From an optimization exercise on the open Yosys and OpenROAD flow, aimed at small area and a short achievable clock period; shortcuts taken in it are not production practice. At most, simulation tests tie the RTL to the original design; equivalence was not proved. The flow treats the clock pin as an ideal source. Dropping or thinning the clock tree relies on that and would not hold on a real chip. Power is estimated from default activity; no workload was simulated.

==> flow/design.v (excerpt) <==
module can_fd_rx (
    input  wire        clk,
    input  wire        rst,
    input  wire        fd_en,
    input  wire        pex_en,
    input  wire        rx_valid,
    input  wire        rx_bit,
    output reg         ev_hdr,
    output wire [28:0] hdr_ident,
    output reg         hdr_ide,
    output wire        hdr_rtr,
    output reg         hdr_fdf,
    output wire        hdr_brs,
    output wire        hdr_esi,
    output wire [3:0]  hdr_dlc,
    output reg  [6:0]  hdr_len,
    output reg         ev_word,
    output wire [3:0]  word_idx,
    output wire [31:0] word_data,
    output reg         ev_ack,
    output reg         ev_valid,
    output reg         ev_end,
    output reg         ev_eofdom,
    output reg         ev_pex,
    output reg         ev_err,
    output wire [3:0]  err_kind,
    output wire [4:0]  err_field
);
==> flow/config.mk <==
export PLATFORM = sky130hd
export DESIGN_NAME = can_fd_rx
export DESIGN_NICKNAME = can_fd_rx
export VERILOG_FILES = /design/flow/design.v
export SDC_FILE = /design/flow/constraint.sdc
export NUM_CORES = 4
export LEC_CHECK = 0
export ABC_AREA = 1
export CAP_MARGIN = 20
export CORE_MARGIN = 2
export CORE_UTILIZATION = 40
export PLACE_DENSITY = 0.6
export SETUP_SLACK_MARGIN = 3.0
export SLEW_MARGIN = 20
==> flow/constraint.sdc <==
create_clock -name core_clock -period 5.0 [get_ports {clk}]
set_input_delay 1.0000 -clock core_clock [delete_from_list [all_inputs] [get_ports {clk}]]
set_output_delay 1.0000 -clock core_clock [all_outputs]
set_load 0.01 [all_outputs]
standard.sh (not shown) runs the stock make flow with config.mk's settings and CLKGATE_MAP_FILE= SYNTH_SCRIPT=/design/flow/synth_recipe.tcl, a recipe that flattens the netlist after the stock synthesis.
==> flow/flow/run.sh <==
#!/bin/bash
# Standard layout with two changes:
#  - the port buffers are made from the smallest buffer (sky130_fd_sc_hd__buf_1)
#    instead of the resizer's default choice; timing repair still resizes any
#    of them that is on a critical path;
#  - the clock tree is a balanced two-level tree built by flow/cts_pre.tcl
#    (clk -> 4 buffers -> 8 buffers -> flip-flops, sinks clustered by
#    location) in place of TritonCTS's H-tree; the rest of the CTS step
#    (legalization, setup and hold repair) runs as usual.
set -euo pipefail
here=$(pwd)
export BUFFER_PORTS_ARGS="-buffer_cell sky130_fd_sc_hd__buf_1"
export PRE_CTS_TCL="$here/flow/cts_pre.tcl"
bash standard.sh > standard.log 2>&1
Other scripts of this flow, unchanged in this note and not shown: flow/flow/cts_pre.tcl
Rerun with:
--- a/flow/design.v
+++ b/flow/design.v
@@ -111,19 +111,17 @@
     wire fd   = hdr_fdf;
     wire wide = hdr_len[6] | hdr_len[5] | (hdr_len[4] & (hdr_len[3] | hdr_len[2]));
     wire nf        = ~fresh;
     wire i_m4_3    = nf & (cnt[1:0] == 2'd2);       
     wire i_byte7   = nf & (cnt[2:0] == 3'd6);
     wire i_eof5    = nf & (cnt[2:0] == 3'd4);
     wire i_eof6    = nf & (cnt[2:0] == 3'd5);
     wire [8:0] cnt1 = fresh ? 9'd0 : cnt + 9'd1;
-    reg  [2:0] th;
-    wire [3:0] lane_le = {1'b1, th};
-    wire [3:0] lane_eq = {~th[2], th[2] & ~th[1], th[1] & ~th[0], th[0]};
+    wire [1:0] lane = fresh ? 2'd0 : (cnt[2:0] == 3'd7) ? cnt[4:3] + 2'd1 : cnt[4:3];
     wire z15 = (crc15 == 15'd0);
     wire z17 = (crc17 == 17'd0);
     wire z21 = (crc21 == 21'd0);
     wire crc_ok = fd ? (~scerr & (wide ? z21 : z17)) : z15;
     reg sc_exp;
     always @* begin
         if (fresh) sc_exp = stuffc[2];
         else case (cnt[1:0])
@@ -275,22 +273,16 @@
             last   <= b;
             stf    <= (end_data & fd) | ((c_sc | c_crc) & fd & i_m4_3) |
                       (dyn & same & (run == 3'd4));
             if ((end_data & fd) | (f_crc & ~fd)) dyn <= 1'b0;
         end
         if (dbit)
             sfield <= (end_data & fd) ? F_STUFF_COUNT : cur;
         lbf <= ({1'b0, cnt[8:3]} + 7'd1 == hdr_len);
-        if (dbit) begin
-            if (!c_data)
-                th <= 3'b111;
-            else if (i_byte7)
-                th <= (th[2] ? {th[1:0], 1'b0} : 3'b111);
-        end
         crc_okr <= crc_ok;
         if (sof)
             fin <= 1'b0;
         else if (dbit)
             fin <= ~adv & pre_fin;
         if (!active) begin
             crc15 <= 15'd0;
             crc17 <= POLY17;
@@ -310,18 +302,21 @@
             r[30:29] <= 2'd0;
         end
         if (dbit && (c_rtr1 || c_rtr2)) r[31] <= b;
         if (dbit && c_esi) r[30] <= b;
         if (dbit && c_brs) r[29] <= b;
         if (dbit && (c_base || c_ext)) begin
             r[28:0] <= {r[27:0], b};
         end else if (dbit && c_data) begin
-            for (i = 0; i < 4; i = i + 1)
-                if (lane_le[i])
-                    r[8*i +: 8] <= {r[8*i +: 7], b & lane_eq[i]};
+            for (i = 0; i < 4; i = i + 1) begin
+                if (lane == i[1:0])
+                    r[8*i +: 8] <= {r[8*i +: 7], b};
+                else if (lane < i[1:0])
+                    r[8*i +: 8] <= {r[8*i +: 7], 1'b0};
+            end
         end
         if (dbit) begin
             if (c_ide) hdr_ide <= b;
             if (c_fdf) hdr_fdf <= b;
         end
     end
 endmodule
Outcome:
- The changed run completed without violations
- sequential power is about the same
- register-to-register slack is better by 30 ps
- cell area stays flat
- area after synthesis goes down by a few percent
- maximum frequency goes up by a few percent
- combinational power goes up by about a fifth
No functional check of the RTL was part of the first run of this note. No run of this note takes its clock network from TritonCTS; it comes from the design's own scripts or RTL.

* * *

can_fd_rx, a different RTL version from the one above (not shown whole).
Size in the first run: about 100 I/O pins.
## can_fd_rx
module can_fd_rx (
    input  wire        clk,
    input  wire        rst,
    input  wire        fd_en,
    input  wire        pex_en,
    input  wire        rx_valid,
    input  wire        rx_bit,
    output reg         ev_hdr,
    output wire [28:0] hdr_ident,
    output reg         hdr_ide,
    output wire        hdr_rtr,
    output reg         hdr_fdf,
    output wire        hdr_brs,
    output wire        hdr_esi,
    output wire [3:0]  hdr_dlc,
    output reg  [6:0]  hdr_len,
    output reg         ev_word,
    output wire [3:0]  word_idx,
    output wire [31:0] word_data,
    output reg         ev_ack,
    output reg         ev_valid,
    output reg         ev_end,
    output reg         ev_eofdom,
    output reg         ev_pex,
    output reg         ev_err,
    output wire [3:0]  err_kind,
    output wire [4:0]  err_field
);
export LEC_CHECK = 0
export ABC_AREA = 1
export CAP_MARGIN = 20
export CORE_MARGIN = 2
export CORE_UTILIZATION = 40
export PLACE_DENSITY = 0.6
export SETUP_SLACK_MARGIN = 3.05
export SLEW_MARGIN = 20
create_clock -name core_clock -period 5.0 [get_ports {clk}]
Scripts as last shown in full above: flow/flow/run.sh
Other scripts of this flow, unchanged in this note and not shown: flow/flow/cts_pre.tcl
The first run finished clean.
Change:
--- a/flow/design.v
+++ b/flow/design.v
@@ -64,22 +64,23 @@
     reg [2:0]  run;         
     reg        last;        
     reg        dyn;         
     reg        stf;         
     reg [4:0]  sfield;      
     reg [2:0]  stuffc;      
     reg        scerr;       
     reg [14:0] crc15;
     reg [16:0] crc17;
     reg [20:0] crc21;
     reg [31:0] r;           
+    reg        lbf;         
     reg        fin;         
     reg        crc_okr;     
     assign hdr_ident = r[28:0];
     assign hdr_rtr   = r[31];
     assign hdr_esi   = r[30];
     assign hdr_brs   = r[29];
     assign hdr_dlc   = cnt[8:5];
     assign word_data = r;
     assign word_idx  = cnt[8:5];
     assign err_kind  = {1'b0, hdr_len[2:0]};
     assign err_field = cur;
@@ -160,42 +161,41 @@
     wire f_dlc    = c_dlc & fin;
     wire f_data   = c_data & fin;
     wire end_data = (f_dlc & len_z) | f_data;
     wire f_crc    = c_crc & fin;
     reg pre_fin;
     always @* begin
         case (cur)
             F_BASE_ID:     pre_fin = nf & (cnt[3:0] == 4'd8);
             F_EXT_ID:      pre_fin = nf & (cnt[4:0] == 5'd15);
             F_DLC:         pre_fin = nf & (cnt[1:0] == 2'd1);
             F_STUFF_COUNT: pre_fin = nf & (cnt[1:0] == 2'd1);
-            F_DATA:        pre_fin = nf & (cnt[2:0] == 3'd5) &
-                                     ({1'b0, cnt[8:3]} + 7'd1 == hdr_len);
+            F_DATA:        pre_fin = nf & (cnt[2:0] == 3'd5) & lbf;
             F_CRC:         pre_fin = fd ? (cnt[4:0] == (wide ? 5'd22 : 5'd18))
                                         : nf & (cnt[3:0] == 4'd12);
             default:       pre_fin = 1'b0;
         endcase
     end
     wire x_fdf    = c_fdf & b & ~fe;                 
     wire x_res    = c_res & fd & b;                  
     wire x_bad    = x_fdf | x_res;
     wire x_form   = (c_crcdel | c_ackdel | (c_eof & ~i_eof6)) & ~b;
     wire x_crc    = c_ackdel & b & ~crc_okr;
     wire d_pex    = x_bad & pe;
     wire d_err    = (x_bad & ~pe) | x_form | x_crc;
     wire d_eofdom = c_eof & i_eof6 & ~b;
     wire d_end    = c_eof & i_eof6 & b;
     wire d_valid  = c_eof & i_eof5 & b;
     wire d_ack    = c_crcdel & b & crc_ok;
     wire d_hdr    = f_dlc;
-    wire d_word   = c_data & i_byte7 & ((cnt[4:3] == 2'd3) | fin);
+    wire d_word   = c_data & i_byte7 & ((cnt[4:3] == 2'd3) | lbf);
     wire d_stop   = d_pex | d_err | d_eofdom | d_end;
     wire s_err    = sbit & same;                     
     reg [4:0] nxt;
     reg       adv;       
     always @* begin
         nxt = cur;
         adv = 1'b0;
         case (cur)
             F_BASE_ID:     begin nxt = F_RTR_SRR; adv = fin; end
             F_RTR_SRR:     begin nxt = F_IDE; adv = 1'b1; end
             F_IDE:         begin nxt = b ? F_EXT_ID : F_FDF; adv = 1'b1; end
@@ -269,22 +269,23 @@
             stf    <= 1'b0;
             if (dyn) stuffc <= stuffc + 3'd1;
         end else if (dbit) begin
             run    <= same ? run + 3'd1 : 3'd1;
             last   <= b;
             stf    <= (end_data & fd) | ((c_sc | c_crc) & fd & i_m4_3) |
                       (dyn & same & (run == 3'd4));
             if ((end_data & fd) | (f_crc & ~fd)) dyn <= 1'b0;
         end
         if (dbit)
             sfield <= (end_data & fd) ? F_STUFF_COUNT : cur;
+        lbf <= ({1'b0, cnt[8:3]} + 7'd1 == hdr_len);
         crc_okr <= crc_ok;
         if (sof)
             fin <= 1'b0;
         else if (dbit)
             fin <= ~adv & pre_fin;
         if (!active) begin
             crc15 <= 15'd0;
             crc17 <= POLY17;
             crc21 <= POLY21;
         end else if (in_bit && c_crcs) begin
             if (!stf)
Result:
- The changed run went through all stages and came out clean
- clock power goes up by about 1%
- routed wire length decreases by 1.1%
- hold slack is better by 3.2 ps
- via count went down by about 1.3%
- synthesized area decreases by 3.6%
- critical path depth does not change
- final cell count drops by about 3%
- global-route usage rose by 1.0 points
- total power rises by 2.7%
- first-iteration DRC count climbs by about 23%
For the first run of this note, only the layout was checked, not whether the RTL still works. No run of this note takes its clock network from TritonCTS; it comes from the design's own scripts or RTL.

[static timing again, ports no longer ideal]
The flow's constraints put no driver on any port. The routed layouts listed below were extracted and timed again, unchanged, in two steps. Step 1 (the two cells are an assumption about what drives the block):
set clk [get_ports {clk}]
set_driving_cell -lib_cell sky130_fd_sc_hd__clkbuf_16 $clk
set_driving_cell -lib_cell sky130_fd_sc_hd__buf_2 [delete_from_list [all_inputs] $clk]
Step 2, shift: input delay + t, output delay - t, t = (earliest + latest rising clock arrival at the registers) / 2. This alone moves slack from input paths to output paths. a / b / c = ideal ports / drivers / drivers and shift; a / b = the first two.
| run | shift t [ns] | setup slack, ns | hold WS [ns] | worst setup path at the end | worst data-port slew with drivers (ns) |
|---|---|---|---|---|---|
| the first run of note 1 | 0.360 | 3.012 / 2.936 / 3.074 | 0.464 / 0.464 / 0.464 | register to register | 0.03 |
| the second run of note 1 | 0.352 | 3.079 / 3.010 / 3.082 | 0.458 / 0.458 / 0.458 | input to register | 0.04 |
| the first run of note 2 | 0.348 | 3.079 / 3.003 / 2.999 | 0.458 / 0.458 / 0.458 | input to register | 0.03 |
| the second run of note 2 | 0.357 | 3.104 / 3.028 / 3.076 | 0.461 / 0.461 / 0.461 | input to register | 0.05 |
After both steps setup and hold are still met in every run listed. The setup slack of the first run of note 2, which loses most, moves by -0.076 ns with the drivers and by -0.080 ns with both steps.
